This design comes from an exercise in tuning for small area, a short achievable clock period and few clock cycles per item on the open sky130 flow, not from production work.
RTL that was checked went through simulation tests only; none was proved equivalent to the original.
Only the layout flow was run in runs 1 to 3; the RTL was not checked for function there.

File: design/flow/flow/run.sh
#!/bin/bash
# The standard layout, with its timing repair aimed at a setup margin: the clock
# period and constraints stay the design's; repair_timing is asked to leave
# this much slack, so it keeps improving paths the 22 ns clock alone would not
# make it touch. The full make output goes to standard.log; ORFS keeps each
# step's own log under orfs/logs.
set -euo pipefail
bash standard.sh SETUP_SLACK_MARGIN=14 finish > standard.log 2>&1
File: design/flow/config.mk
export PLATFORM = sky130hd
export DESIGN_NAME = vrc_dec
export DESIGN_NICKNAME = vrc_dec
export VERILOG_FILES = /design/flow/design.v
export SDC_FILE = /design/flow/constraint.sdc
export NUM_CORES = 4
export LEC_CHECK = 0
export CAP_MARGIN = 35
export CELL_PAD_IN_SITES_DETAIL_PLACEMENT = 1
export CELL_PAD_IN_SITES_GLOBAL_PLACEMENT = 2
export CORE_MARGIN = 2
export CORE_UTILIZATION = 40
export PLACE_DENSITY = 0.55
export SLEW_MARGIN = 35
export SYNTH_MEMORY_MAX_BITS = 65536
File: design/flow/constraint.sdc
create_clock -name core_clock -period 22.0 [get_ports {clk}]
set_input_delay 4.4000 -clock core_clock [delete_from_list [all_inputs] [get_ports {clk}]]
set_output_delay 4.4000 -clock core_clock [all_outputs]
set_load 0.01 [all_outputs]
File: design/flow/design.v
module vrc_dec (
    input  wire        clk,
    input  wire        rst,
    input  wire        in_valid,
    output wire        in_ready,
    input  wire [31:0] in_data,
    input  wire [15:0] in_len,
    output reg         px_valid,
    output reg  [2:0]  px_count,
    output reg  [31:0] px_data,
    output reg         done,
    output reg  [2:0]  done_cause
);
    localparam S_HDR  = 3'd0,    
               S_DEC  = 3'd1,    
               S_RUN  = 3'd2,    
               S_END  = 3'd3,    
               S_FAIL = 3'd4;    
    reg  [2:0]  st;
    reg  [2:0]  cause;
    reg  [31:0] wreg;
    reg         wfull;
    reg  [13:0] wcnt;           
    reg  [15:0] blen;
    reg         blk_taken;      
    reg  [1:0]  w_hi;           
    reg         w_hdr, w_body, w_lastb;
    reg  [4:0]  w_trel;         
    reg         w_trl;
    wire [15:0] len_m1   = blen - 16'd1;
    wire [15:0] len_m9   = blen - 16'd9;
    wire [13:0] lastw    = len_m1[15:2];             
    wire [13:0] lastbw   = len_m9[15:2];             
    wire        hasbody  = (blen > 16'd24);
    wire [1:0]  nb_last  = len_m9[1:0];              
    wire [15:0] trel_in  = {wcnt, 2'b00} - blen + 16'd8;
    reg  [6:0]  avail;          
    wire        ring_free = !avail[6] && !(avail[5] && (avail[4:0] != 5'd0));
    wire        wgo      = wfull && (!w_body || ring_free || st == S_FAIL);
    assign in_ready = !blk_taken && (!wfull || wgo);
    wire        take     = in_valid && in_ready;
    wire        clr_ctx  = wgo && w_hdr && (w_hi == 2'd0);
    reg  [1:0]  mode;
    reg  [1:0]  pred_sel;
    reg         runoff;
    reg  [7:0]  fillv;
    reg  [5:0]  ppl;            
    reg  [6:0]  lines;          
    reg         hbad;
    wire [7:0]  wb0 = wreg[7:0];
    wire [7:0]  wb1 = wreg[15:8];
    wire [7:0]  wb2 = wreg[23:16];
    wire [7:0]  wb3 = wreg[31:24];
    wire [1:0]  h0_mode  = wb3[1:0];
    wire        h0_bad   = ({wb1, wb0} != 16'h5256) || (wb2 != 8'h01) || (wb3[7:6] != 2'b00) ||
                           (h0_mode == 2'd3) ||
                           ((h0_mode != 2'd0) && ((wb3[3:2] != 2'd0) || wb3[4]));
    wire [15:0] h1_ppl   = {wb1, wb0};
    wire        h1_bad   = (h1_ppl == 16'd0) || (h1_ppl > 16'd32) ||
                           (wb2 == 8'd0) || (wb2 > 8'd64) ||
                           ((mode != 2'd2) && (wb3 != 8'h00));
    wire        h3_bad   = (wb1 != 8'h00) || (wb2 != 8'h00) || (wb3 != 8'h00);
    reg  [31:0] pcrc;
    reg         tbad;
    reg  [31:0] slot0, slot1;
    reg         wslot;
    reg  [5:0]  ptr;
    reg         body_done;      
    wire [31:0] wstream = {wreg[7:0], wreg[15:8], wreg[23:16], wreg[31:24]};
    reg  [40:0] W;              
    reg  [4:0]  q;              
    integer u;
    always @(*) begin
        q = 5'd24;
        for (u = 23; u >= 0; u = u - 1)
            if (!W[40 - u]) q = u[4:0];
    end
    wire        q_esc   = (q == 5'd24);
    wire        marker  = q_esc && W[16];
    wire [40:0] Wq      = W << q;
    wire [6:0]  T7      = Wq[39:33];                    
    wire [7:0]  esc_pix = W[15:8];
    reg  [5:0]  x;
    reg  [6:0]  y;
    reg  [7:0]  na, nb, nc, nd;      
    reg  [7:0]  p0b;                 
    reg         ends_run;
    reg  [2:0]  kr;
    reg         resc;                
    reg         retry;               
    reg  [2:0]  k_hold;
    reg  [5:0]  run_left;
    reg  [31:0] crc;
    reg  [255:0] lbf;                
    wire [7:0]  lb0 = lbf[7:0];
    wire [7:0]  lb1 = lbf[15:8];
    wire        first_line = (y == 7'd0);
    wire [5:0]  ppl_x      = ppl - x;                   
    wire        x_last     = (ppl_x == 6'd1);
    wire [7:0] mx = (na > nb) ? na : nb;
    wire [7:0] mn = (na > nb) ? nb : na;
    wire [8:0] sum_ab = {1'b0, na} + {1'b0, nb};
    reg  [7:0] pred;
    always @(*) begin
        case (pred_sel)
            2'd0: begin
                if (nc >= mx)      pred = mn;
                else if (nc <= mn) pred = mx;
                else               pred = na + nb - nc;
            end
            2'd1: pred = na;
            2'd2: pred = nb;
            default: pred = sum_ab[8:1];
        endcase
    end
    reg  [8:0] s1;
    reg        g_db, g_bc;
    reg        s1_bad;               
    wire [8:0] s_ca = {1'b0, nc} - {1'b0, na};
    wire [8:0] t_ca = {1'b0, na} - {1'b0, nc};
    wire [7:0] d_ca = s_ca[8] ? t_ca[7:0] : s_ca[7:0];
    wire       g_ca = t_ca[8];
    wire [9:0] s1p1 = {1'b0, s1} + 10'd1;
    wire [9:0] act_p = s1p1 + {2'b00, nc} - {2'b00, na};
    wire [9:0] act_n = s1p1 + {2'b00, na} - {2'b00, nc};
    function [2:0] qfun;
        input [9:0] v;
        begin
            if (v[9:7] != 3'd0) qfun = 3'd7;
            else if (v[6])      qfun = 3'd6;
            else if (v[5])      qfun = 3'd5;
            else if (v[4])      qfun = 3'd4;
            else if (v[3])      qfun = 3'd3;
            else if (v[2])      qfun = 3'd2;
            else if (v[1])      qfun = 3'd1;
            else                qfun = 3'd0;
        end
    endfunction
    wire [2:0] qa_p = qfun(act_p);
    wire [2:0] qa_n = qfun(act_n);
    wire [2:0] qa   = s_ca[8] ? qa_n : qa_p;
    wire [5:0] ctx = {qa, g_db, g_bc, g_ca};
    wire run_mode = !runoff && !ends_run && (na == nb) && (nb == nc) && (nc == nd);
    function [2:0] kfun;
        input [13:0] A;
        input [5:0]  N;
        integer t;
        begin
            kfun = 3'd7;
            for (t = 6; t >= 0; t = t - 1)
                if (({8'd0, N} << t) >= A) kfun = t[2:0];
        end
    endfunction
    reg         wb_v;
    reg  [5:0]  wb_ctx;
    reg  [7:0]  wb_m;
    reg  [13:0] wb_A;                
    reg  [5:0]  wb_N;
    wire [13:0] wb_sum  = wb_A + {6'd0, wb_m};
    wire        wb_half = (wb_N == 6'd63);
    wire [13:0] new_A   = wb_half ? {1'b0, wb_sum[13:1]} : wb_sum;
    wire [5:0]  new_N   = wb_half ? 6'd32 : wb_N + 6'd1;
    wire [2:0]  new_k   = wb_half ? kfun({1'b0, wb_sum[13:1]}, 6'd32) : kfun(wb_sum, wb_N + 6'd1);
    function used_ctx;
        input integer i;
        used_ctx = !((i >= 1 && i <= 7) || i == 15);
    endfunction
    wire [64*4-1:0]  kflat;          
    wire [64*20-1:0] aflat;          
    genvar gi;
    generate
        for (gi = 0; gi < 64; gi = gi + 1) begin : ctxs
            if (used_ctx(gi)) begin : u
                reg        v;
                reg [2:0]  k;
                reg [19:0] an;
                always @(posedge clk) begin
                    if (wb_v && wb_ctx == gi) begin
                        an <= {new_A, new_N};
                        k  <= new_k;
                    end
                    if (clr_ctx)
                        v <= 1'b0;
                    else if (wb_v && wb_ctx == gi)
                        v <= 1'b1;
                end
                assign kflat[gi*4 +: 4]   = {v, k};
                assign aflat[gi*20 +: 20] = v ? an : {14'd4, 6'd1};
            end else begin : n
                assign kflat[gi*4 +: 4]   = 4'd0;
                assign aflat[gi*20 +: 20] = 20'd0;
            end
        end
    endgenerate
    function [19:0] anent;
        input integer i;
        begin
            if (i >= 1 && i <= 7)  anent = aflat[0 +: 20];
            else if (i == 15)      anent = aflat[14*20 +: 20];
            else                   anent = aflat[i*20 +: 20];
        end
    endfunction
    wire [19:0] anm0_0 = ctx[2] ? anent(4) : anent(0);
    wire [19:0] anm0_1 = ctx[2] ? anent(5) : anent(1);
    wire [19:0] anm0_2 = ctx[2] ? anent(6) : anent(2);
    wire [19:0] anm0_3 = ctx[2] ? anent(7) : anent(3);
    wire [19:0] anm0_8 = ctx[2] ? anent(12) : anent(8);
    wire [19:0] anm0_9 = ctx[2] ? anent(13) : anent(9);
    wire [19:0] anm0_10 = ctx[2] ? anent(14) : anent(10);
    wire [19:0] anm0_11 = ctx[2] ? anent(15) : anent(11);
    wire [19:0] anm0_16 = ctx[2] ? anent(20) : anent(16);
    wire [19:0] anm0_17 = ctx[2] ? anent(21) : anent(17);
    wire [19:0] anm0_18 = ctx[2] ? anent(22) : anent(18);
    wire [19:0] anm0_19 = ctx[2] ? anent(23) : anent(19);
    wire [19:0] anm0_24 = ctx[2] ? anent(28) : anent(24);
    wire [19:0] anm0_25 = ctx[2] ? anent(29) : anent(25);
    wire [19:0] anm0_26 = ctx[2] ? anent(30) : anent(26);
    wire [19:0] anm0_27 = ctx[2] ? anent(31) : anent(27);
    wire [19:0] anm0_32 = ctx[2] ? anent(36) : anent(32);
    wire [19:0] anm0_33 = ctx[2] ? anent(37) : anent(33);
    wire [19:0] anm0_34 = ctx[2] ? anent(38) : anent(34);
    wire [19:0] anm0_35 = ctx[2] ? anent(39) : anent(35);
    wire [19:0] anm0_40 = ctx[2] ? anent(44) : anent(40);
    wire [19:0] anm0_41 = ctx[2] ? anent(45) : anent(41);
    wire [19:0] anm0_42 = ctx[2] ? anent(46) : anent(42);
    wire [19:0] anm0_43 = ctx[2] ? anent(47) : anent(43);
    wire [19:0] anm0_48 = ctx[2] ? anent(52) : anent(48);
    wire [19:0] anm0_49 = ctx[2] ? anent(53) : anent(49);
    wire [19:0] anm0_50 = ctx[2] ? anent(54) : anent(50);
    wire [19:0] anm0_51 = ctx[2] ? anent(55) : anent(51);
    wire [19:0] anm0_56 = ctx[2] ? anent(60) : anent(56);
    wire [19:0] anm0_57 = ctx[2] ? anent(61) : anent(57);
    wire [19:0] anm0_58 = ctx[2] ? anent(62) : anent(58);
    wire [19:0] anm0_59 = ctx[2] ? anent(63) : anent(59);
    wire [19:0] anm1_0 = ctx[1] ? anm0_2 : anm0_0;
    wire [19:0] anm1_1 = ctx[1] ? anm0_3 : anm0_1;
    wire [19:0] anm1_8 = ctx[1] ? anm0_10 : anm0_8;
    wire [19:0] anm1_9 = ctx[1] ? anm0_11 : anm0_9;
    wire [19:0] anm1_16 = ctx[1] ? anm0_18 : anm0_16;
    wire [19:0] anm1_17 = ctx[1] ? anm0_19 : anm0_17;
    wire [19:0] anm1_24 = ctx[1] ? anm0_26 : anm0_24;
    wire [19:0] anm1_25 = ctx[1] ? anm0_27 : anm0_25;
    wire [19:0] anm1_32 = ctx[1] ? anm0_34 : anm0_32;
    wire [19:0] anm1_33 = ctx[1] ? anm0_35 : anm0_33;
    wire [19:0] anm1_40 = ctx[1] ? anm0_42 : anm0_40;
    wire [19:0] anm1_41 = ctx[1] ? anm0_43 : anm0_41;
    wire [19:0] anm1_48 = ctx[1] ? anm0_50 : anm0_48;
    wire [19:0] anm1_49 = ctx[1] ? anm0_51 : anm0_49;
    wire [19:0] anm1_56 = ctx[1] ? anm0_58 : anm0_56;
    wire [19:0] anm1_57 = ctx[1] ? anm0_59 : anm0_57;
    wire [19:0] anm2_0 = ctx[0] ? anm1_1 : anm1_0;
    wire [19:0] anm2_8 = ctx[0] ? anm1_9 : anm1_8;
    wire [19:0] anm2_16 = ctx[0] ? anm1_17 : anm1_16;
    wire [19:0] anm2_24 = ctx[0] ? anm1_25 : anm1_24;
    wire [19:0] anm2_32 = ctx[0] ? anm1_33 : anm1_32;
    wire [19:0] anm2_40 = ctx[0] ? anm1_41 : anm1_40;
    wire [19:0] anm2_48 = ctx[0] ? anm1_49 : anm1_48;
    wire [19:0] anm2_56 = ctx[0] ? anm1_57 : anm1_56;
    wire [19:0] anm3_0 = ctx[3] ? anm2_8 : anm2_0;
    wire [19:0] anm3_16 = ctx[3] ? anm2_24 : anm2_16;
    wire [19:0] anm3_32 = ctx[3] ? anm2_40 : anm2_32;
    wire [19:0] anm3_48 = ctx[3] ? anm2_56 : anm2_48;
    wire [19:0] anm4_0 = ctx[4] ? anm3_16 : anm3_0;
    wire [19:0] anm4_32 = ctx[4] ? anm3_48 : anm3_32;
    wire [19:0] anm5_0 = ctx[5] ? anm4_32 : anm4_0;
    wire [19:0] an_rd = anm5_0;
    function [3:0] ent;
        input integer i;
        begin
            if (i >= 1 && i <= 7)  ent = kflat[0 +: 4];
            else if (i == 15)      ent = kflat[14*4 +: 4];
            else                   ent = kflat[i*4 +: 4];
        end
    endfunction
    wire [3:0] km0_0 = ctx[2] ? ent(4) : ent(0);
    wire [3:0] km0_1 = ctx[2] ? ent(5) : ent(1);
    wire [3:0] km0_2 = ctx[2] ? ent(6) : ent(2);
    wire [3:0] km0_3 = ctx[2] ? ent(7) : ent(3);
    wire [3:0] km0_8 = ctx[2] ? ent(12) : ent(8);
    wire [3:0] km0_9 = ctx[2] ? ent(13) : ent(9);
    wire [3:0] km0_10 = ctx[2] ? ent(14) : ent(10);
    wire [3:0] km0_11 = ctx[2] ? ent(15) : ent(11);
    wire [3:0] km0_16 = ctx[2] ? ent(20) : ent(16);
    wire [3:0] km0_17 = ctx[2] ? ent(21) : ent(17);
    wire [3:0] km0_18 = ctx[2] ? ent(22) : ent(18);
    wire [3:0] km0_19 = ctx[2] ? ent(23) : ent(19);
    wire [3:0] km0_24 = ctx[2] ? ent(28) : ent(24);
    wire [3:0] km0_25 = ctx[2] ? ent(29) : ent(25);
    wire [3:0] km0_26 = ctx[2] ? ent(30) : ent(26);
    wire [3:0] km0_27 = ctx[2] ? ent(31) : ent(27);
    wire [3:0] km0_32 = ctx[2] ? ent(36) : ent(32);
    wire [3:0] km0_33 = ctx[2] ? ent(37) : ent(33);
    wire [3:0] km0_34 = ctx[2] ? ent(38) : ent(34);
    wire [3:0] km0_35 = ctx[2] ? ent(39) : ent(35);
    wire [3:0] km0_40 = ctx[2] ? ent(44) : ent(40);
    wire [3:0] km0_41 = ctx[2] ? ent(45) : ent(41);
    wire [3:0] km0_42 = ctx[2] ? ent(46) : ent(42);
    wire [3:0] km0_43 = ctx[2] ? ent(47) : ent(43);
    wire [3:0] km0_48 = ctx[2] ? ent(52) : ent(48);
    wire [3:0] km0_49 = ctx[2] ? ent(53) : ent(49);
    wire [3:0] km0_50 = ctx[2] ? ent(54) : ent(50);
    wire [3:0] km0_51 = ctx[2] ? ent(55) : ent(51);
    wire [3:0] km0_56 = ctx[2] ? ent(60) : ent(56);
    wire [3:0] km0_57 = ctx[2] ? ent(61) : ent(57);
    wire [3:0] km0_58 = ctx[2] ? ent(62) : ent(58);
    wire [3:0] km0_59 = ctx[2] ? ent(63) : ent(59);
    wire [3:0] km1_0 = ctx[1] ? km0_2 : km0_0;
    wire [3:0] km1_1 = ctx[1] ? km0_3 : km0_1;
    wire [3:0] km1_8 = ctx[1] ? km0_10 : km0_8;
    wire [3:0] km1_9 = ctx[1] ? km0_11 : km0_9;
    wire [3:0] km1_16 = ctx[1] ? km0_18 : km0_16;
    wire [3:0] km1_17 = ctx[1] ? km0_19 : km0_17;
    wire [3:0] km1_24 = ctx[1] ? km0_26 : km0_24;
    wire [3:0] km1_25 = ctx[1] ? km0_27 : km0_25;
    wire [3:0] km1_32 = ctx[1] ? km0_34 : km0_32;
    wire [3:0] km1_33 = ctx[1] ? km0_35 : km0_33;
    wire [3:0] km1_40 = ctx[1] ? km0_42 : km0_40;
    wire [3:0] km1_41 = ctx[1] ? km0_43 : km0_41;
    wire [3:0] km1_48 = ctx[1] ? km0_50 : km0_48;
    wire [3:0] km1_49 = ctx[1] ? km0_51 : km0_49;
    wire [3:0] km1_56 = ctx[1] ? km0_58 : km0_56;
    wire [3:0] km1_57 = ctx[1] ? km0_59 : km0_57;
    wire [3:0] km2_0 = ctx[0] ? km1_1 : km1_0;
    wire [3:0] km2_8 = ctx[0] ? km1_9 : km1_8;
    wire [3:0] km2_16 = ctx[0] ? km1_17 : km1_16;
    wire [3:0] km2_24 = ctx[0] ? km1_25 : km1_24;
    wire [3:0] km2_32 = ctx[0] ? km1_33 : km1_32;
    wire [3:0] km2_40 = ctx[0] ? km1_41 : km1_40;
    wire [3:0] km2_48 = ctx[0] ? km1_49 : km1_48;
    wire [3:0] km2_56 = ctx[0] ? km1_57 : km1_56;
    wire [3:0] km3_0 = ctx[3] ? km2_8 : km2_0;
    wire [3:0] km3_16 = ctx[3] ? km2_24 : km2_16;
    wire [3:0] km3_32 = ctx[3] ? km2_40 : km2_32;
    wire [3:0] km3_48 = ctx[3] ? km2_56 : km2_48;
    wire [3:0] km4_0 = ctx[4] ? km3_16 : km3_0;
    wire [3:0] km4_32 = ctx[4] ? km3_48 : km3_32;
    wire [3:0] km5_0 = ctx[5] ? km4_32 : km4_0;
    wire [3:0] crd = km5_0;
    wire        hit   = wb_v && (wb_ctx == ctx);
    wire [2:0]  k_eff = hit ? new_k : (crd[3] ? crd[2:0] : 3'd2);
    wire [13:0] A_eff = hit ? new_A : an_rd[19:6];
    wire [5:0]  N_eff = hit ? new_N : an_rd[5:0];
    reg  [7:0] m_k   [0:7];
    reg  [7:0] pix_k [0:7];
    reg        ovf_k [0:7];
    reg        fit_k [0:7];
    reg  [7:0] e_t;
    reg  [15:0] mf;
    integer kk;
    always @(*) begin
        for (kk = 0; kk < 8; kk = kk + 1) begin
            mf = ({11'd0, q} << kk) | ({9'd0, T7} >> (7 - kk));
            m_k[kk]   = mf[7:0];
            ovf_k[kk] = (mf > 16'd255);
            e_t       = mf[0] ? ~({1'b0, mf[7:1]}) : {1'b0, mf[7:1]};
            pix_k[kk] = pred + e_t;
            fit_k[kk] = ({2'b00, q} + 7'd1 + kk[6:0]) <= avail;
        end
    end
    wire [7:0] e_esc  = esc_pix - pred;
    wire [7:0] m_esc  = e_esc[7] ? ~(e_esc << 1) : (e_esc << 1);
    wire [7:0] koh = 8'd1 << k_eff;
    reg  [7:0] pix_sel, m_sel;
    integer si;
    always @(*) begin
        pix_sel = 8'd0;
        m_sel   = 8'd0;
        for (si = 0; si < 8; si = si + 1) begin
            pix_sel = pix_sel | (pix_k[si] & {8{koh[si]}});
            m_sel   = m_sel   | (m_k[si]   & {8{koh[si]}});
        end
    end
    wire [7:0] reg_pix = q_esc ? esc_pix : pix_sel;
    wire [7:0] reg_m   = q_esc ? m_esc : m_sel;
    wire [6:0] reg_len = q_esc ? 7'd33 : {2'b00, q} + 7'd1 + {4'd0, k_eff};
    wire       reg_ovf = !q_esc && ovf_k[k_eff];
    wire        resc_pre = q_esc && !resc;
    wire [15:0] r_len   = resc ? W[40:25] : (({11'd0, q} << kr) | ({9'd0, T7} >> (3'd7 - kr)));
    wire [6:0]  run_len = resc ? 7'd16 : resc_pre ? 7'd25 : {2'b00, q} + 7'd1 + {4'd0, kr};
    wire        run_bad = (r_len > {10'd0, ppl_x});
    wire [5:0]  r6      = r_len[5:0];
    wire [2:0]  run_s   = (r6 >= 6'd4) ? 3'd4 : r6[2:0];
    wire [2:0]  chunk4  = (ppl_x >= 6'd4) ? 3'd4 : ppl_x[2:0];
    wire [2:0]  left_s  = (run_left >= 6'd4) ? 3'd4 : run_left[2:0];
    wire [6:0]  raw_len = {1'b0, chunk4, 3'b000};
    wire is_vrc  = (mode == 2'd0);
    wire is_raw  = (mode == 2'd1);
    wire is_fill = (mode == 2'd2);
    wire in_dec  = (st == S_DEC) && !s1_bad;
    wire in_run  = (st == S_RUN);
    wire        do_run  = in_dec && is_vrc && run_mode;
    wire        do_reg  = in_dec && is_vrc && !run_mode;
    wire        esc_fit  = (avail >= 7'd33);
    wire        fast_fit = q_esc ? esc_fit : ({2'b00, q} + 7'd8 <= avail);
    wire        slow_fit = q_esc ? esc_fit : fit_k[k_hold];
    wire        reg_fit  = retry ? slow_fit : fast_fit;
    wire        reg_mv   = do_reg && reg_fit && !marker;
    wire        reg_fail = do_reg && ((marker && esc_fit) || (reg_fit && reg_ovf) ||
                                      (retry && !slow_fit && body_done));
    wire        run_fit  = (run_len <= avail);
    wire        pre_ok   = do_run && resc_pre && run_fit && !marker;
    wire        run_ok   = do_run && !resc_pre && run_fit;
    wire        run_fail = do_run && (run_fit ? (resc_pre ? marker : run_bad) : body_done);
    wire        raw_fit  = (raw_len <= avail);
    wire        raw_ok   = in_dec && is_raw && raw_fit;
    wire        raw_fail = in_dec && is_raw && !raw_fit && body_done;
    wire        fill_ok  = in_dec && is_fill;
    wire        dec_fail = reg_fail || run_fail || raw_fail;
    wire        le_run  = (r6 == ppl_x) && (r6 <= 6'd4);
    wire        le_left = (run_left <= 6'd4) && (run_left == ppl_x);
    wire        le_blk  = (ppl_x <= 6'd4);
    wire        run_mv  = (run_ok && run_s != 3'd0) || in_run;
    wire [2:0]  rs      = in_run ? left_s : run_s;       
    wire        blk_mv  = raw_ok || fill_ok;
    reg  [2:0]  s;             
    always @(*) begin
        if (run_mv)       s = rs;
        else if (blk_mv)  s = chunk4;
        else              s = {2'b00, reg_mv};
    end
    wire        moved    = reg_mv || run_mv || blk_mv;
    wire        line_end = reg_mv ? x_last : in_run ? le_left : run_ok ? le_run : le_blk;
    wire        last_line = (y + 7'd1 == {1'b0, lines});
    wire        resc_go = do_run && resc && run_fit;
    wire        runq_go = do_run && !resc && run_fit;           
    reg  [5:0]  a1;
    always @(*) begin
        if (resc_go)                 a1 = 6'd16;
        else if (runq_go)            a1 = {1'b0, q} + 6'd1;
        else if (reg_mv)             a1 = q_esc ? 6'd33 : {1'b0, q} + 6'd1;
        else if (raw_ok)             a1 = {chunk4, 3'b000};
        else                         a1 = 6'd0;
    end
    wire [2:0]  kx = (reg_mv && !q_esc) ? k_eff : (runq_go && !q_esc) ? kr : 3'd0;
    wire [4:0]  pb      = x[4:0] + 5'd2;
    reg  [7:0]  bd [0:3];
    reg  [4:0]  bp;
    integer bj;
    always @(*) begin
        for (bj = 0; bj < 4; bj = bj + 1) begin
            bp     = pb + ((bj[1:0] - pb[1:0]) & 2'd3);
            case (bp[4:2])
                3'd0: bd[bj] = lbf[8*(0*4) + 8*bj +: 8];
                3'd1: bd[bj] = lbf[8*(1*4) + 8*bj +: 8];
                3'd2: bd[bj] = lbf[8*(2*4) + 8*bj +: 8];
                3'd3: bd[bj] = lbf[8*(3*4) + 8*bj +: 8];
                3'd4: bd[bj] = lbf[8*(4*4) + 8*bj +: 8];
                3'd5: bd[bj] = lbf[8*(5*4) + 8*bj +: 8];
                3'd6: bd[bj] = lbf[8*(6*4) + 8*bj +: 8];
                default: bd[bj] = lbf[8*(7*4) + 8*bj +: 8];
            endcase
        end
    end
    wire [1:0]  pr      = pb[1:0];
    wire [7:0]  p2      = bd[pr];
    wire [7:0]  p3      = bd[pr + 2'd1];
    wire [7:0]  p4      = bd[pr + 2'd2];
    wire [7:0]  p5      = bd[pr + 2'd3];
    wire [2:0]  step    = reg_mv ? 3'd1 : rs;              
    reg  [7:0]  rd_c, rd_b, rd_d;
    always @(*) begin
        case (step)
            3'd1:    begin rd_c = nb; rd_b = nd; rd_d = p2; end
            3'd2:    begin rd_c = nd; rd_b = p2; rd_d = p3; end
            3'd3:    begin rd_c = p2; rd_b = p3; rd_d = p4; end
            default: begin rd_c = p3; rd_b = p4; rd_d = p5; end
        endcase
    end
    wire        rd_clip = ({1'b0, ppl_x} <= {1'b0, step} + 4'd1);
    wire [7:0]  wval    = do_reg ? reg_pix : na;           
    wire [31:0] xoh = 32'd1 << x[4:0];
    wire [31:0] wen = (do_reg ? xoh : 32'd0) |
                      (run_mv ? ((rs >= 3'd1 ? xoh : 32'd0) | (rs >= 3'd2 ? xoh << 1 : 32'd0) |
                                 (rs >= 3'd3 ? xoh << 2 : 32'd0) | (rs >= 3'd4 ? xoh << 3 : 32'd0))
                              : 32'd0);
    function [31:0] crc_byte;
        input [31:0] c;
        input [7:0]  dd;
        integer j;
        reg [31:0] v;
        begin
            v = c ^ {24'd0, dd};
            for (j = 0; j < 8; j = j + 1)
                v = v[0] ? ((v >> 1) ^ 32'hEDB88320) : (v >> 1);
            crc_byte = v;
        end
    endfunction
    wire [31:0] crc1 = crc_byte(crc,  px_data[7:0]);
    wire [31:0] crc2 = crc_byte(crc1, px_data[15:8]);
    wire [31:0] crc3 = crc_byte(crc2, px_data[23:16]);
    wire [31:0] crc4 = crc_byte(crc3, px_data[31:24]);
    wire [7:0]  pad_mask = ~(8'hFF >> avail[2:0]);
    wire        pad_bad  = (avail >= 7'd8) || ((W[40:33] & pad_mask) != 8'd0);
    wire        ld_go   = wgo && w_body;
    wire [6:0]  ld      = !ld_go ? 7'd0 : w_lastb ? {2'b00, nb_last, 3'b000} + 7'd8 : 7'd32;
    wire [31:0] slot0_n = (ld_go && !wslot) ? wstream : slot0;
    wire [31:0] slot1_n = (ld_go &&  wslot) ? wstream : slot1;
    wire [63:0] ring_n  = {slot0_n, slot1_n};
    wire [5:0]  rot1    = clr_ctx ? 6'd0 : ptr + a1;
    wire [127:0] rr     = {ring_n, ring_n} << rot1;
    wire [47:0] R1      = rr[127:80];
    wire [6:0]  av_base = avail + ld - {1'b0, a1};
    wire [7:0]  kxoh = 8'd1 << kx;
    reg  [6:0]  av_nx;
    reg  [5:0]  pt_nx;
    reg  [40:0] W_nx;
    reg  [6:0]  av_t;
    reg  [5:0]  pt_t;
    integer xk;
    always @(*) begin
        av_nx = 7'd0;
        pt_nx = 6'd0;
        W_nx  = 41'd0;
        for (xk = 0; xk < 8; xk = xk + 1) begin
            av_t  = av_base - xk[6:0];
            pt_t  = rot1 + xk[5:0];
            av_nx = av_nx | (av_t & {7{kxoh[xk]}});
            pt_nx = pt_nx | (pt_t & {6{kxoh[xk]}});
            W_nx  = W_nx  | (R1[47 - xk -: 41] & {41{kxoh[xk]}});
        end
    end
    function [8:0] adif;             
        input [7:0] u, v;
        reg [8:0] p, n;
        begin
            p = {1'b0, u} - {1'b0, v};
            n = {1'b0, v} - {1'b0, u};
            adif = p[8] ? {1'b0, n[7:0]} : {(p[7:0] != 8'd0), p[7:0]};
        end
    endfunction
    wire [8:0] e_db = adif(nd, nb);      
    wire [8:0] e_2d = adif(p2, nd);
    wire [8:0] e_32 = adif(p3, p2);
    wire [8:0] e_43 = adif(p4, p3);
    wire [8:0] e_54 = adif(p5, p4);
    function [10:0] s1of;
        input [8:0] ddb, dbc;        
        input       clip;
        begin
            if (clip) s1of = {1'b0, dbc[8], 1'b0, dbc[7:0]};
            else      s1of = {ddb[8], dbc[8], {1'b0, ddb[7:0]} + {1'b0, dbc[7:0]}};
        end
    endfunction
    wire [10:0] nx1 = s1of(e_2d, e_db, ppl_x <= 6'd2);
    wire [10:0] nx2 = s1of(e_32, e_2d, ppl_x <= 6'd3);
    wire [10:0] nx3 = s1of(e_43, e_32, ppl_x <= 6'd4);
    wire [10:0] nx4 = s1of(e_54, e_43, ppl_x <= 6'd5);
    reg  [10:0] nxs;
    always @(*) begin
        case (step)
            3'd1:    nxs = nx1;
            3'd2:    nxs = nx2;
            3'd3:    nxs = nx3;
            default: nxs = nx4;
        endcase
    end
    wire [7:0]  le_b  = (x == 6'd0) ? na : lb0;
    wire [7:0]  le_d  = (ppl == 6'd1) ? le_b : ((x <= 6'd1) ? na : lb1);
    wire [10:0] nxle  = s1of(adif(le_d, le_b), adif(le_b, p0b), 1'b0);
    wire [10:0] nxreg = s1of(adif(nd, nb), adif(nb, nc), 1'b0);
    integer i, li;
    reg [4:0] tp;
    always @(posedge clk) begin
        for (li = 0; li < 32; li = li + 1)
            if (wen[li]) lbf[8*li +: 8] <= wval;
        wb_v   <= reg_mv && !rst;
        wb_ctx <= ctx;
        wb_m   <= reg_m;
        wb_A   <= A_eff;
        wb_N   <= N_eff;
        k_hold <= k_eff;
        W      <= W_nx;
        px_count <= s;
        if (is_raw)
            px_data <= {W[16:9], W[24:17], W[32:25], W[40:33]};
        else if (is_fill)
            px_data <= {4{fillv}};
        else
            px_data <= {{3{na}}, wval};
        if (px_valid) begin
            case (px_count)
                3'd1:    crc <= crc1;
                3'd2:    crc <= crc2;
                3'd3:    crc <= crc3;
                default: crc <= crc4;
            endcase
        end
        if (rst) begin
            wfull     <= 1'b0;
            wcnt      <= 14'd0;
            blk_taken <= 1'b0;
            st        <= S_HDR;
            px_valid  <= 1'b0;
            done      <= 1'b0;
            done_cause <= 3'd0;
        end else begin
            px_valid <= moved;
            done     <= 1'b0;
            if (wgo) wfull <= 1'b0;
            if (take) begin
                wreg    <= in_data;
                wfull   <= 1'b1;
                wcnt    <= wcnt + 14'd1;
                w_hi    <= wcnt[1:0];
                w_hdr   <= (wcnt < 14'd4);
                w_body  <= (wcnt >= 14'd4) && hasbody && (wcnt <= lastbw);
                w_lastb <= (wcnt >= 14'd4) && hasbody && (wcnt == lastbw);
                w_trel  <= trel_in[4:0];
                w_trl   <= (wcnt >= 14'd4) && (trel_in + 16'd3 < 16'd11);
                if (wcnt == 14'd0) blen <= in_len;
                if (wcnt != 14'd0 && wcnt == lastw) blk_taken <= 1'b1;
            end
            if (wgo && w_hdr) begin
                case (w_hi)
                    2'd0: begin
                        mode      <= h0_mode;
                        pred_sel  <= wb3[3:2];
                        runoff    <= wb3[4];
                        hbad      <= h0_bad;
                        wslot     <= 1'b0;
                        body_done <= 1'b0;
                        tbad      <= 1'b0;
                    end
                    2'd1: begin
                        ppl   <= wb0[5:0];
                        lines <= wb2[6:0];
                        fillv <= wb3;
                        if (h1_bad) hbad <= 1'b1;
                    end
                    default: ;
                endcase
            end
            if (wgo && w_trl) begin
                for (i = 0; i < 4; i = i + 1) begin
                    tp = w_trel + i;
                    if (!tp[4] && !tp[3]) begin
                        case (tp[2:0])
                            3'd0: if (wreg[8*i +: 8] != {1'b0, lines}) tbad <= 1'b1;
                            3'd1: if (wreg[8*i +: 8] != 8'h00) tbad <= 1'b1;
                            3'd2: if (wreg[8*i +: 8] != 8'h00) tbad <= 1'b1;
                            3'd3: if (wreg[8*i +: 8] != 8'hC3) tbad <= 1'b1;
                            default: pcrc[8*(tp[1:0]) +: 8] <= wreg[8*i +: 8];
                        endcase
                    end
                end
            end
            if (wgo && w_body) begin
                if (wslot) slot1 <= wstream; else slot0 <= wstream;
                wslot <= ~wslot;
                if (w_lastb) body_done <= 1'b1;
            end
            if (clr_ctx) begin
                avail <= 7'd0;
                ptr   <= 6'd0;
            end else begin
                avail <= av_nx;
                ptr   <= pt_nx;
            end
            if (do_reg) retry <= !reg_mv;
            if (moved) begin
                x <= line_end ? 6'd0 : x + {3'd0, s};
                if (run_mv) run_left <= (in_run ? run_left : r6) - {3'd0, rs};
                if (line_end) begin
                    y        <= y + 7'd1;
                    ends_run <= 1'b0;
                    nb  <= (x == 6'd0) ? wval : lb0;
                    na  <= (x == 6'd0) ? wval : lb0;
                    nd  <= (ppl == 6'd1) ? ((x == 6'd0) ? wval : lb0) :
                           ((x <= 6'd1) ? wval : lb1);
                    nc  <= p0b;
                    p0b <= (x == 6'd0) ? wval : lb0;
                end else begin
                    if (reg_mv) na <= reg_pix;
                    if (!first_line) begin
                        nc <= rd_c;
                        nb <= rd_b;
                        nd <= rd_clip ? rd_b : rd_d;
                    end
                end
            end
            if (s1_bad) begin
                {g_db, g_bc, s1} <= nxreg;
                s1_bad <= 1'b0;
            end else if (moved) begin
                if (line_end) begin
                    {g_db, g_bc, s1} <= nxle;
                    if (reg_mv && x <= 6'd1) s1_bad <= 1'b1;
                end else if (!first_line) begin
                    {g_db, g_bc, s1} <= nxs;
                end
            end
            if (reg_mv) ends_run <= 1'b0;
            if (pre_ok) resc <= 1'b1;
            if (run_ok) begin
                resc <= 1'b0;
                if ({2'b00, r6} >= ({5'd0, 3'd2} << kr))
                    kr <= (kr == 3'd7) ? 3'd7 : kr + 3'd1;
                else if (kr != 3'd0 && {2'b00, r6} < (8'd1 << (kr - 3'd1)))
                    kr <= kr - 3'd1;
                if (!line_end) ends_run <= 1'b1;
            end
            case (st)
                S_HDR: begin
                    if (wgo && w_hdr && w_hi == 2'd3) begin
                        x        <= 6'd0;
                        y        <= 7'd0;
                        na       <= 8'd0;
                        nb       <= 8'd0;
                        nc       <= 8'd0;
                        nd       <= 8'd0;
                        p0b      <= 8'd0;
                        ends_run <= 1'b0;
                        resc     <= 1'b0;
                        retry    <= 1'b0;
                        s1       <= 9'd0;
                        g_db     <= 1'b0;
                        g_bc     <= 1'b0;
                        s1_bad   <= 1'b0;
                        kr       <= 3'd3;
                        crc      <= 32'hFFFFFFFF;
                        if (hbad || h3_bad) begin
                            st <= S_FAIL; cause <= 3'd1;
                        end else if (mode == 2'd2 && hasbody) begin
                            st <= S_FAIL; cause <= 3'd2;
                        end else begin
                            st <= S_DEC;
                            if (!hasbody) body_done <= 1'b1;
                        end
                    end
                end
                S_DEC: begin
                    if (dec_fail) begin
                        st <= S_FAIL; cause <= 3'd2;
                    end else if (line_end && moved && last_line) begin
                        st <= S_END;
                    end else if (run_ok && r6 > 6'd4) begin
                        st <= S_RUN;
                    end
                end
                S_RUN: begin
                    if (line_end && last_line) st <= S_END;
                    else if (run_left <= 6'd4) st <= S_DEC;
                end
                S_END: begin
                    if (pad_bad) begin
                        st <= S_FAIL; cause <= 3'd2;
                    end else if (body_done && blk_taken && !wfull && !px_valid) begin
                        done <= 1'b1;
                        if (tbad)              done_cause <= 3'd3;
                        else if (~crc != pcrc) done_cause <= 3'd4;
                        else                   done_cause <= 3'd0;
                        st        <= S_HDR;
                        wcnt      <= 14'd0;
                        blk_taken <= 1'b0;
                    end
                end
                default: begin    
                    if (blk_taken && !wfull) begin
                        done       <= 1'b1;
                        done_cause <= cause;
                        st         <= S_HDR;
                        wcnt       <= 14'd0;
                        blk_taken  <= 1'b0;
                    end
                end
            endcase
        end
    end
endmodule
File: design/flow/standard.sh
#!/bin/bash
# synth_recipe.tcl (not shown) runs the flow's synth.tcl, then flattens the netlist and writes it again
# the make line also repeats each setting of config.mk as NAME=value (left out here)
make -C /OpenROAD-flow-scripts/flow DESIGN_CONFIG=/design/flow/config.mk WORK_HOME=/design/flow/orfs CLKGATE_MAP_FILE= SYNTH_SCRIPT=/design/flow/synth_recipe.tcl "${@:-finish}"
==> flow_metrics.tcl, run 1 <==
set metrics [dict create \
    max_freq_mhz 123.4 \
    placed_area_um2 128900 \
    min_from "ctxs[22].u.v" \
    final_cell_mix "edfxtp_1 (1821), a21oi_1 (697), nand2_1 (695)" \
    synth_top_area_share_pct 44.90 \
    drt-met1-wl_um 232700 \
    clockBufferDepth 4 \
    cts_max_level 4 \
    synth_ff_type "edfxtp_1" \
    finalClockSkew_ns 0.1133 \
    slew_violations 0 \
    critPathCaptureType "flop" \
    start_util_pct 40.22 \
    synth_nets 11813 \
    criticalPathCategory "flop to flop" \
    max_stage_delay_ns 0.47 \
    grt_pass1_vias 99879 \
    grt_pass1_wl_um 733000 \
    pre_cts_ws_ns 11.13 \
    routabilityCongestion 0.9276 \
    startpoint_type "flop" \
    critPathMaxFanout 17 \
    worst_ep_arrival_time_ns 8.90 \
    cts_buffers 233 \
    hold_viol_final 0 \
    cp.required_ns 22.79 \
    hold_path.class "flop to flop" \
    synth_top_area_cell "edfxtp_1" \
    drc_errors 0 \
    drt_wl_total_um 514800 \
    ys_warn_count 6 \
    setup_viol 0 \
    grt_max_degree 156 \
    synth_edf_count 1821 \
    viasPerCell 6.392 \
    ys_ff_latch 2042 \
    min_period_ns 8.106 \
    wl_per_cell_um 32.94 \
    syn_area_per_cell_um2 10.95 \
    antenna_left 0 \
    r2r_end "W[35]" \
    drt-initial-drc-count 10441 \
    first_pass_iters 9 \
    hold_buffers 0 \
    wl_met2_um 227300 \
    dieWidth_um 555.8 \
    area_growth_pct 18.06 \
    status "finished clean" \
    cts_tree "built" \
    clk_latency_ns 0.95 \
    cts-root-buf "clkbuf_16" \
    tightest_slew_ns 1.041 \
    ioPinCount 92 \
    whs_path_depth 2 \
    antenna_found_initial 39 \
    synth-async-reset-ratio_pct 0 \
    rsz0062_at_grt "yes" \
    ys_seq_area_share_pct 48.53 \
    dieArea_um2 308900 \
    timing.slew.headroom_pct 30.62 \
    drive_gt1_share_pct 17.99 \
    path_common_cell "nor2_4" \
    syn_inst 11118 \
    final_common_cell "edfxtp_1" \
    hpwl_um 350000 \
    fin_crit_sh_pct 36.85 \
    dr_total_vias 99880 \
    min_to "ctxs[22].u.v" \
    setup_ws_ns 13.89 \
    post-route-cell-area_um2 143800 \
    synth_area_um2 121800 \
    design.core.area_um2 302800 \
    drv_cap 0 \
    reg2reg_depth 37 \
    die_y_um 555.8 \
    nNetsFinal 12142 \
    synth_cell_types 108 \
    r2r-start "W[25]" \
    grt.total_usage_pct 32.18 \
    ys_top_cells_by_area "edfxtp_1 (45%), ha_1 (5.9%), mux2i_1 (3.6%)" \
    setup_tns_ns 0 \
    dr_wl_met3_um 39330 \
    overflow 0 \
    cts.sinks 2042 \
    rows 202 \
    clkSlewWorstSetupHoldPaths_ns 0.06 \
    highest_layer "met5" \
    port_buffers 91 \
    cp_slowest_cell "fa_2" \
    rrSetupSlack_ns 13.89 \
]
-- worst max-delay path by stage --
stage / start / end / slack [ns]
5_1_grt: W[18] / W[35] / 13.64
6_report: W[25] / W[35] / 13.89
3_3_place_gp: W[40] / W[15] / 11.30
3_5_place_dp: W[40] / W[13] / 11.13
4_1_cts: W[18] / W[28] / 13.95
2_1_floorplan: W[18] / W[18] / 13.98
-- synth_stat cells (39+ instances only) --
library cell	number
fa_1	65
nand4_1	62
nor4_1	60
and3_1	39
a221oi_1	355
o21a_1	61
inv_1	393
mux4_2	79
nor2b_1	86
nor2_1	780
o221ai_1	82
xnor2_1	457
nor3_1	197
a21oi_1	779
or3_1	40
a22oi_1	333
nand3_1	251
nand2b_1	56
buf_1	106
mux2i_1	444
buf_2	56
a22o_1	40
clkbuf_1	572
o21bai_1	84
xor2_1	246
o22ai_1	144
mux2_2	125
nand2_1	720
a21o_1	179
ha_1	579
o21ai_0	470
and2_1	70
a211oi_1	284
edfxtp_1	1821
dfxtp_1	221
o211ai_1	94
a31oi_1	110
-- critical path, delay by kind of cell, from the launching register on --
kind	cells	cell delay (ns)
AND/OR/NAND/NOR	8	1.24
XOR/XNOR	1	0.12
multiplexers	5	1.39
AO/OA/AOI/OAI	12	2.68
flip-flops	1	0.41
buffers and inverters	7	0.90
adder cells (fa/ha/maj)	4	1.17
-- logic make-up (layout without fill, tap and decap cells) --
group / Yosys count / after routing / synth area share [%]
adders and majority gates: 644 / 644 / 7.017
AOI/OAI and AO/OA: 3372 / 3375 / 18.86
buffers and inverters: 1156 / 1671 / 3.662
and+or+nand+nor: 2479 / 2484 / 9.346
xor gates and xnor gates: 774 / 774 / 6.299
muxes: 650 / 651 / 6.284
other: 1 / 7 / 0.003079
DFF: 2042 / 2042 / 48.53
-- what timing repair did --
item,CTS,global route
pin swaps,77,162
gates resized for setup,379,460
endpoints found under the setup margin,620,313
gates cloned,11,13
setup buffers,159,198
-- registers in the layout, summed over array words and instances (netlist names), 8 cells and up --
signal / flops
W: 36
blen: 16
crc: 32
ctxs.u.an: 1120
ctxs.u.k: 168
ctxs.u.v: 56
fillv: 8
lbf: 256
na: 8
nb: 8
nc: 8
nd: 8
p0b: 8
pcrc: 32
px_data: 32
s1: 9
slot0: 32
slot1: 32
wb_A: 14
wb_m: 8
wcnt: 14
wreg: 32
-- per-stage QoR --
| step | std cells | util (%) | hold WS, ns |
|---|---|---|---|
| 6_report | 15626 | 47.49 | 0.4936 |
| 5_1_grt | 15621 | 47.48 | 0.5257 |
| 4_1_cts | 15402 | 46.10 | 0.4983 |
| 3_5_place_dp | 14802 | 42.58 | 0.4839 |
| 3_3_place_gp | 14790 | 42.42 | 0.4685 |
| 2_1_floorplan | 11118 | - | 0.3627 |
-- layer usage --
layer | GRT usage [%] | vias to the layer above
met5 | 0 | -
met4 | 8.418 | 8
met3 | 4.772 | 748
met2 | 49.35 | 3925
met1 | 47.25 | 51922
li1 | - | 43277
-- area by class of cell --
| class | count | area [µm²] |
|---|---|---|
| Clock buffer | 297 | 6246 |
| Clock inverter | 133 | 1364 |
| Fill cell | 31595 | 159000 |
| Tap cell | 3978 | 4977 |
| Sequential cell | 2042 | 59190 |
| Timing Repair Buffer | 830 | 7660 |
| Timing Repair inverter | 2 | 17.52 |
| Antenna cell | 6 | 15.01 |
| Inverter | 409 | 1699 |
| Multi-Input combinational cell | 7929 | 62610 |
==> inputs of run 2 (changes only) <==
--- a/design/flow/config.mk
+++ b/design/flow/config.mk
@@ -11,4 +11,5 @@
 export CORE_MARGIN = 2
 export CORE_UTILIZATION = 40
+export GPL_TIMING_DRIVEN = 1
 export PLACE_DENSITY = 0.55
 export SLEW_MARGIN = 35
==> flow_metrics.tcl, run 2 <==
set metrics [dict create \
    status "finished clean" \
    cp.required_ns 22.79 \
    wl_per_cell_um 32.94 \
    synth_top_area_share_pct 44.90 \
    ys_seq_area_share_pct 48.53 \
    r2r-start "W[25]" \
    grt_pass1_vias 99879 \
    drt-initial-drc-count 10441 \
    path_common_cell "nor2_4" \
    grt.total_usage_pct 32.18 \
    final_common_cell "edfxtp_1" \
    drv_cap 0 \
    post-route-cell-area_um2 143800 \
    dr_total_vias 99880 \
    top_register "ctxs.u.an" \
    rows 202 \
    grt_util_met2_pct 49.35 \
    finalClockSkew_ns 0.1133 \
    max_freq_mhz 123.4 \
    yosysMostFrequentCell "edfxtp_1" \
    clk_latency_ns 0.95 \
    startpoint_type "flop" \
    clockBufferDepth 4 \
    syn_inst 11118 \
    min_period_ns 8.106 \
    critPathCaptureType "flop" \
    cts-root-buf "clkbuf_16" \
    r2r_end "W[35]" \
    max_stage_delay_ns 0.47 \
    setup_viol 0 \
    nNetsFinal 12142 \
    use_met1_pct 47.25 \
    hold_viol_final 0 \
    cts.sinks 2042 \
    design.core.area_um2 302800 \
    final_cell_mix "edfxtp_1 (1821), a21oi_1 (697), nand2_1 (695)" \
    cts_buffers 233 \
    dieArea_um2 308900 \
    reg_top3 "ctxs.u.an x1120, lbf x256, ctxs.u.k x168" \
    hold_buffers 0 \
    setup_tns_ns 0 \
    cts_tree "built" \
    fillers 31595 \
    drive_gt1_share_pct 17.99 \
    syn_area_per_cell_um2 10.95 \
    grt_max_degree 156 \
    whs_path_depth 2 \
    placed_area_um2 128900 \
    synth_ff_type "edfxtp_1" \
    largest_register_ffs 1120 \
    synth_top_area_cell "edfxtp_1" \
    hold_path.class "flop to flop" \
    synth_nets 11813 \
    slew_violations 0 \
    overflow 0 \
    antenna_left 0 \
    synth_cell_types 108 \
    hpwl_um 350000 \
    synth_common_cells "edfxtp_1 (1821), nor2_1 (780), a21oi_1 (779), nand2_1 (720), ha_1 (579)" \
    first_pass_iters 9 \
    ys_warn_count 6 \
    fin_crit_sh_pct 36.85 \
    drt_wl_total_um 514800 \
    area_growth_pct 18.06 \
    antenna_found_initial 39 \
    cts_max_level 4 \
    synth-async-reset-ratio_pct 0 \
    use_met3_pct 4.772 \
    top_usage_layer "met2" \
    rrSetupSlack_ns 13.89 \
    tightest_slew_ns 1.041 \
    worst_ep_arrival_time_ns 8.90 \
    reg2reg_depth 37 \
    cp_slowest_cell "fa_2" \
    min_to "ctxs[22].u.v" \
    drc_errors 0 \
    synth_edf_count 1821 \
    min_from "ctxs[22].u.v" \
    ys_top_cells_by_area "edfxtp_1 (45%), ha_1 (5.9%), mux2i_1 (3.6%)" \
    timing.slew.headroom_pct 30.62 \
    grt_pass1_wl_um 733000 \
    routabilityCongestion 0.9276 \
    viasPerCell 6.392 \
    synth_area_um2 121800 \
    ys_ff_latch 2042 \
    rsz0062_at_grt "yes" \
    start_util_pct 40.22 \
    criticalPathCategory "flop to flop" \
    dieWidth_um 555.8 \
    critPathMaxFanout 17 \
    clkSlewWorstSetupHoldPaths_ns 0.06 \
    port_buffers 91 \
    ioPinCount 92 \
    die_y_um 555.8 \
]
run 2: worst max-delay path, delay by kind of cell, from the launching register on:
kind	cells	cell delay, ns
and+or+nand+nor	8	1.24
AOI/OAI and AO/OA	12	2.68
adders and majority gates	4	1.17
DFF	1	0.41
buffers and inverters	7	0.90
muxes	5	1.39
xor gates and xnor gates	1	0.12
run 2: cell families (layout without fill, tap and decap cells):
group           Yosys count  in the layout  synth area share, %
compound gates         3372           3375                18.86
simple gates           2479           2484                9.346
flops                  2042           2042                48.53
buf+inv                1156           1671                3.662
xor+xnor                774            774                6.299
mux                     650            651                6.284
fa+ha+maj               644            644                7.017
other cells               1              7             0.003079
run 2: final cells by class:
class                   count  area, µm²  area share [%]
multi-input cells        7929      62610           43.54
clock buffers             297       6246           4.344
repair buffers            830       7660           5.327
inverters                 409       1699           1.182
clock inverters           133       1364          0.9485
flip-flops and latches   2042      59190           41.17
diodes                      6      15.01         0.01044
repair inverters            2      17.52         0.01218
well taps                3978       4977           3.462
run 2: per-stage QoR:
step                      cells  utilization (%)  setup WS (ns)  hold slack (ns)
final                     15626            47.49          13.89           0.4936
after global routing      15621            47.48          13.64           0.5257
after CTS                 15402            46.10          13.95           0.4983
after detailed placement  14802            42.58          11.13           0.4839
after global placement    14790            42.42          11.30           0.4685
after floorplan           11118                -          13.98           0.3627
run 2: metal layers:
layer | part of all wire (%) | routed length, µm
met1 | 45 | 232700
met2 | 44 | 227300
met3 | 7.6 | 39330
met4 | 3.0 | 15360
met5 | 0.013 | 66
run 2: how the worst max path moves through the flow:
stage | from | endpoint | slack [ns] | cells after the start
after floorplan | W[18] | W[18] | 13.98 | 46
after global placement | W[40] | W[15] | 11.30 | 36
after detailed placement | W[40] | W[13] | 11.13 | 36
after CTS | W[18] | W[28] | 13.95 | 39
after global routing | W[18] | W[35] | 13.64 | 38
final | W[25] | W[35] | 13.89 | 37
run 2: repair_timing:
action,CTS,global route
setup endpoints to repair,620,313
setup buffers,159,198
pin swaps,77,162
cloned,11,13
gates resized for setup,379,460
==> inputs of run 3 (changes only) <==
--- a/design/flow/flow/run.sh
+++ b/design/flow/flow/run.sh
@@ -6,3 +6,3 @@
 # step's own log under orfs/logs.
 set -euo pipefail
-bash standard.sh SETUP_SLACK_MARGIN=14 finish > standard.log 2>&1
+bash standard.sh SETUP_SLACK_MARGIN=15 finish > standard.log 2>&1
--- a/design/flow/config.mk
+++ b/design/flow/config.mk
@@ -11,5 +11,4 @@
 export CORE_MARGIN = 2
 export CORE_UTILIZATION = 40
-export GPL_TIMING_DRIVEN = 1
 export PLACE_DENSITY = 0.55
 export SLEW_MARGIN = 35
==> flow_metrics.tcl, run 3 <==
set metrics [dict create \
    status "finished clean" \
    cts-root-buf "clkbuf_16" \
    synth_ff_type "edfxtp_1" \
    holdWs_ns 0.4888 \
    viasPerCell 6.422 \
    cp_slowest_cell "edfxtp_1" \
    ys_warn_count 6 \
    synth_top_area_cell "edfxtp_1" \
    dieArea_um2 308900 \
    ys_top_cells_by_area "edfxtp_1 (45%), ha_1 (5.9%), mux2i_1 (3.6%)" \
    cts.sinks 2042 \
    ioPinCount 92 \
    synth-async-reset-ratio_pct 0 \
    reg_top3 "ctxs.u.an x1120, lbf x256, ctxs.u.k x168" \
    cts_tree "built" \
    ys_ff_latch 2042 \
    drt_wl_total_um 540600 \
    worst_ep_arrival_time_ns 8.79 \
    synth_common_cells "edfxtp_1 (1821), nor2_1 (780), a21oi_1 (779), nand2_1 (720), ha_1 (579)" \
    antenna_left 0 \
    grt_max_degree 77 \
    dp.cells 14813 \
    clkSlewWorstSetupHoldPaths_ns 0.06 \
    cp.required_ns 22.75 \
    hold_viol_final 0 \
    area_growth_pct 24.27 \
    grt_pass1_vias 102772 \
    drv_cap 0 \
    cts_buffers 229 \
    fin_crit_sh_pct 36.56 \
    final_common_cell "edfxtp_1" \
    synth_top_area_share_pct 44.90 \
    grt.total_usage_pct 33.76 \
    drc_errors 0 \
    clockBufferDepth 4 \
    criticalPathCategory "flop to flop" \
    first_pass_iters 7 \
    min_period_ns 8.043 \
    max_freq_mhz 124.3 \
    finalNonFillerCells 15980 \
    final_cell_mix "edfxtp_1 (1821), buf_4 (747), nand2_1 (671)" \
    critPathCaptureType "flop" \
    fillers 31290 \
    drt-initial-drc-count 10944 \
    clk_latency_ns 0.93 \
    nNetsFinal 12485 \
    design.core.area_um2 302800 \
    slew_violations 0 \
    syn_inst 11118 \
    synth_nets 11813 \
    routabilityCongestion 0.9159 \
    setup_tns_ns 0 \
    critPathMaxFanout 34 \
    syn_area_per_cell_um2 10.95 \
    grt_pass1_wl_um 763900 \
    hold_buffers 0 \
    largest_register_ffs 1120 \
    dr_total_vias 102630 \
    max_stage_delay_ns 0.68 \
    port_buffers 91 \
    start_util_pct 40.22 \
    startpoint_type "flop" \
    cts_max_level 4 \
    wl_per_cell_um 33.83 \
    dieWidth_um 555.8 \
    rsz0062_at_grt "yes" \
    rows 202 \
    timing.slew.headroom_pct 29.94 \
    ys_seq_area_share_pct 48.53 \
    finalClockSkew_ns 0.1049 \
    yosysMostFrequentCell "edfxtp_1" \
    hold_path.class "flop to flop" \
    synth_cell_types 108 \
    synth_edf_count 1821 \
    antenna_found_initial 32 \
    setup_viol 0 \
    die_y_um 555.8 \
    final_util_pct 49.99 \
    synth_area_um2 121800 \
    tightest_slew_ns 1.038 \
    hpwl_um 351800 \
    overflow 0 \
    top_register "ctxs.u.an" \
    drive_gt1_share_pct 23.30 \
]
run 3: cell counts after synthesis:
Identical to the previous run, type by type.
run 3: per-layer routing:
| metal | wire length (µm) | GRT usage (%) | vias up |
|---|---|---|---|
| li1 | - | - | 44051 |
| met1 | 240200 | 49.26 | 53380 |
| met4 | 16370 | 9.443 | 10 |
| met2 | 238800 | 51.23 | 4344 |
| met3 | 45250 | 5.889 | 845 |
| met5 | 71 | 0 | - |
run 3: final timing paths:
kind,startpoint,to,slack (ns),cells after the start
worst min register to register,ctxs[17].u.v,ctxs[17].u.v,0.49,2
worst max register to register,nc[7],W[27],13.96,25
worst max-delay path,nc[7],W[27],13.96,25
worst min-delay path,ctxs[17].u.v,ctxs[17].u.v,0.49,2
run 3: cells by family (layout without fill, tap and decap cells):
kind of cell | count (synthesis) | in the layout | share of synthesized area (%)
AO/OA/AOI/OAI | 3372 | 3378 | 18.86
XOR/XNOR | 774 | 774 | 6.299
adder cells (fa/ha/maj) | 644 | 644 | 7.017
buffers and inverters | 1156 | 2010 | 3.662
flip-flops | 2042 | 2042 | 48.53
multiplexers | 650 | 652 | 6.284
other | 1 | 15 | 0.003079
AND/OR/NAND/NOR | 2479 | 2487 | 9.346
run 3: critical path: cells and delay by family (launching register included):
kind / cells / cell delay, ns
xor+xnor: 1 / 0.31
fa+ha+maj: 2 / 0.82
simple gates: 10 / 3.13
buf+inv: 4 / 0.72
mux: 1 / 0.64
compound gates: 7 / 1.51
flops: 1 / 0.68
run 3: repair_timing:
action,CTS,global route
setup endpoints to repair,684,547
gates cloned,61,14
gates resized for setup,992,454
pin swaps,257,306
setup buffers,434,208
run 3: final cells by class:
class | instances | area, µm² | area share (%)
multi-input cells | 7936 | 65340 | 43.17
flip-flops and latches | 2042 | 59190 | 39.11
repair buffers | 1169 | 12240 | 8.085
clock buffers | 288 | 6163 | 4.072
well taps | 3978 | 4977 | 3.288
inverters | 409 | 1817 | 1.200
clock inverters | 141 | 1569 | 1.037
diodes | 14 | 35.03 | 0.02315
repair inverters | 3 | 26.28 | 0.01736
run 3: stage by stage:
step	setup slack (ns)	area (µm²)
finish	13.96	151400
global route	13.69	151300
CTS	14.05	146900
detailed placement	11.22	129600
global placement	11.32	129300
floorplan	13.95	123200
==> inputs of run 4 (changes only) <==
--- a/design/flow/design.v
+++ b/design/flow/design.v
@@ -420,4 +420,7 @@
     end
     wire        moved    = reg_mv || run_mv || blk_mv;
+    wire [5:0]  x_p1 = x + 6'd1, x_p2 = x + 6'd2, x_p3 = x + 6'd3, x_p4 = x + 6'd4;
+    wire [5:0]  x_adv = (x_p1 & {6{s == 3'd1}}) | (x_p2 & {6{s == 3'd2}}) |
+                        (x_p3 & {6{s == 3'd3}}) | (x_p4 & {6{s == 3'd4}});
     wire        line_end = reg_mv ? x_last : in_run ? le_left : run_ok ? le_run : le_blk;
     wire        last_line = (y + 7'd1 == {1'b0, lines});
@@ -659,5 +662,5 @@
             if (do_reg) retry <= !reg_mv;
             if (moved) begin
-                x <= line_end ? 6'd0 : x + {3'd0, s};
+                x <= line_end ? 6'd0 : x_adv;
                 if (run_mv) run_left <= (in_run ? run_left : r6) - {3'd0, rs};
                 if (line_end) begin
--- a/design/flow/flow/run.sh
+++ b/design/flow/flow/run.sh
@@ -6,3 +6,3 @@
 # step's own log under orfs/logs.
 set -euo pipefail
-bash standard.sh SETUP_SLACK_MARGIN=15 finish > standard.log 2>&1
+bash standard.sh SETUP_SLACK_MARGIN=14 finish > standard.log 2>&1
--- a/design/flow/config.mk
+++ b/design/flow/config.mk
@@ -10,6 +10,6 @@
 export CELL_PAD_IN_SITES_GLOBAL_PLACEMENT = 2
 export CORE_MARGIN = 2
-export CORE_UTILIZATION = 40
-export PLACE_DENSITY = 0.55
+export CORE_UTILIZATION = 45
+export PLACE_DENSITY = 0.6
 export SLEW_MARGIN = 35
 export SYNTH_MEMORY_MAX_BITS = 65536
==> flow_metrics.tcl, run 4 <==
set metrics [dict create \
    antenna_left 0 \
    rsz0062_at_grt "yes" \
    holdWs_ns 0.4901 \
    tightest_slew_ns 0.9768 \
    ys_seq_area_share_pct 48.72 \
    first_pass_iters 6 \
    synth_ff_type "edfxtp_1" \
    finalNonFillerCells 15144 \
    viasPerCell 6.544 \
    clk_latency_ns 0.95 \
    port_buffers 91 \
    dieArea_um2 273800 \
    drc_errors 0 \
    start_util_pct 45.24 \
    synth-async-reset-ratio_pct 0 \
    final_common_cell "edfxtp_1" \
    ys_ff_latch 2042 \
    cts_buffers 224 \
    routabilityCongestion 0.9564 \
    wl_per_cell_um 33.10 \
    drv_cap 0 \
    clockBufferDepth 4 \
    antenna_found_initial 30 \
    drive_gt1_share_pct 17.40 \
    cts-root-buf "clkbuf_16" \
    grt_pass1_wl_um 713100 \
    synth_cell_types 111 \
    top_register "ctxs.u.an" \
    syn_area_per_cell_um2 10.97 \
    post-route-cell-area_um2 142300 \
    setup_tns_ns 0 \
    drt_wl_total_um 501200 \
    cp.required_ns 22.56 \
    criticalPathCategory "flop to flop" \
    status "finished clean" \
    synth_nets 11772 \
    yosysMostFrequentCell "edfxtp_1" \
    dr_total_vias 99101 \
    fillers 27770 \
    path_common_cell "a21oi_2" \
    grt.total_usage_pct 35.28 \
    dp.cells 14355 \
    fin_crit_sh_pct 36.41 \
    max_freq_mhz 124.8 \
    min_period_ns 8.011 \
    multi_input_area_um2 61840 \
    design.core.area_um2 268200 \
    cts_max_level 4 \
    worst_ep_arrival_time_ns 8.57 \
    critPathCaptureType "flop" \
    synth_common_cells "edfxtp_1 (1821), a21oi_1 (846), nor2_1 (740), nand2_1 (696), ha_1 (593)" \
    ioPinCount 92 \
    final_cell_mix "edfxtp_1 (1821), a21oi_1 (756), nand2_1 (671)" \
    reg_top3 "ctxs.u.an x1120, lbf x256, ctxs.u.k x168" \
    slew_violations 0 \
    cp_slowest_cell "mux4_2" \
    hpwl_um 338800 \
    hold_buffers 0 \
    ys_top_cells_by_area "edfxtp_1 (45%), ha_1 (6.1%), mux2i_1 (4.1%)" \
    synth_edf_count 1821 \
    synth_top_area_cell "edfxtp_1" \
    cts.sinks 2042 \
    max_stage_delay_ns 0.54 \
    overflow 0 \
    timing.slew.headroom_pct 34.19 \
    register_area_um2 59160 \
    critPathMaxFanout 7 \
    setup_viol 0 \
    drt-initial-drc-count 9569 \
    startpoint_type "flop" \
    dieWidth_um 523.2 \
    die_y_um 523.2 \
    synth_area_um2 121300 \
    hold_path.class "flop to flop" \
    clkSlewWorstSetupHoldPaths_ns 0.06 \
    finalClockSkew_ns 0.1142 \
    ys_warn_count 6 \
    grt_max_degree 143 \
    syn_inst 11064 \
    area_growth_pct 17.27 \
    cts_tree "built" \
    rows 190 \
    placed_area_um2 127700 \
    nNetsFinal 12103 \
    synth_top_area_share_pct 45.07 \
    hold_viol_final 0 \
    largest_register_ffs 1120 \
    grt_pass1_vias 100217 \
]
run 4: metrics by stage:
step | utilization [%] | setup slack [ns]
after global placement | 47.52 | 11.39
after global routing | 53.05 | 13.64
after floorplan | - | 14.01
final | 53.06 | 13.99
after detailed placement | 47.64 | 11.37
after CTS | 51.87 | 13.88
run 4: timing repair:
item | CTS | global route
buffers inserted | 175 | 159
pin swaps | 96 | 170
setup endpoints to repair | 632 | 205
resized for setup | 470 | 359
gates cloned | 17 | 15
run 4: path summary, 6_finish.rpt:
path                      from           end  slack, ns  cells past startpoint
setup reg to reg          x[1]         s1[7]      13.99                     38
hold reg to reg   ctxs[24].u.v  ctxs[24].u.v       0.49                      2
setup / recovery          x[1]         s1[7]      13.99                     38
hold / removal    ctxs[24].u.v  ctxs[24].u.v       0.49                      2
run 4: cells by family (layout without fill, tap and decap cells):
family                     after synthesis  in the layout  share of synthesized area (%)
DFF                                   2042           2042                          48.72
AOI/OAI and AO/OA                     3439           3440                          19.26
buffers and inverters                 1111           1625                          3.529
and+or+nand+nor                       2409           2413                          9.214
adders and majority gates              657            657                          7.172
other                                    1             10                       0.003091
xor gates and xnor gates               770            770                          6.166
muxes                                  635            635                          5.935
run 4: layout make-up:
| cell class | count | area share (%) |
|---|---|---|
| Multi-Input combinational cell | 7916 | 43.46 |
| Sequential cell | 2042 | 41.58 |
| Timing Repair Buffer | 807 | 5.316 |
| Clock buffer | 294 | 4.289 |
| Tap cell | 3552 | 3.124 |
| Inverter | 403 | 1.184 |
| Clock inverter | 120 | 1.019 |
| Antenna cell | 9 | 0.01583 |
| Timing Repair inverter | 1 | 0.005277 |
run 4: metal layers:
layer  share of wire [%]  track usage (%)  vias to the layer above
met5               0.021                0                        -
met4                 5.9            18.00                       16
met3                 6.6            4.989                     1106
met2                  47            58.00                     4020
met1                  40            45.45                    50922
li1                    -                -                    43037
run 4: critical path, delay by kind of cell (launching register included):
kind / cells / cell delay, ns
AOI/OAI and AO/OA: 18 / 3.12
xor gates and xnor gates: 3 / 0.47
adders and majority gates: 4 / 1.02
buffers and inverters: 8 / 1.07
DFF: 1 / 0.36
muxes: 4 / 1.38
and+or+nand+nor: 1 / 0.23
Testbench counts of run 4, summed over its fixed seeds: cycles 208,470, pixels 318,010.

re-timing with driven ports:
No port has a modelled driver above. Below, the same layouts with a new extraction and two added sets of constraints.
Step 1 assumes that a clkbuf_16 drives the clock port and a buf_2 every other input.
Step 2, shift: input delay + t, output delay - t, t = (earliest + latest rising clock arrival at the registers) / 2. This alone moves slack from input paths to output paths.
Three values: ideal ports, drivers, drivers and shift; two values: the first two.
| run | t (ns) | setup WS [ns] | worst setup path at the end | worst register clock-pin slew, ns | worst data-port slew with drivers (ns) |
|---|---|---|---|---|---|
| run 1 | 0.993 | 13.894 / 13.894 / 13.894 | register to register | 0.07 / 0.07 | 0.06 |
| run 2 | 0.993 | 13.894 / 13.894 / 13.894 | register to register | 0.07 / 0.07 | 0.06 |
| run 3 | 0.981 | 13.957 / 13.957 / 13.957 | register to register | 0.08 / 0.08 | 0.07 |
| run 4 | 0.988 | 13.989 / 13.989 / 13.989 | register to register | 0.07 / 0.07 | 0.06 |
After both steps every run listed still meets setup and hold.
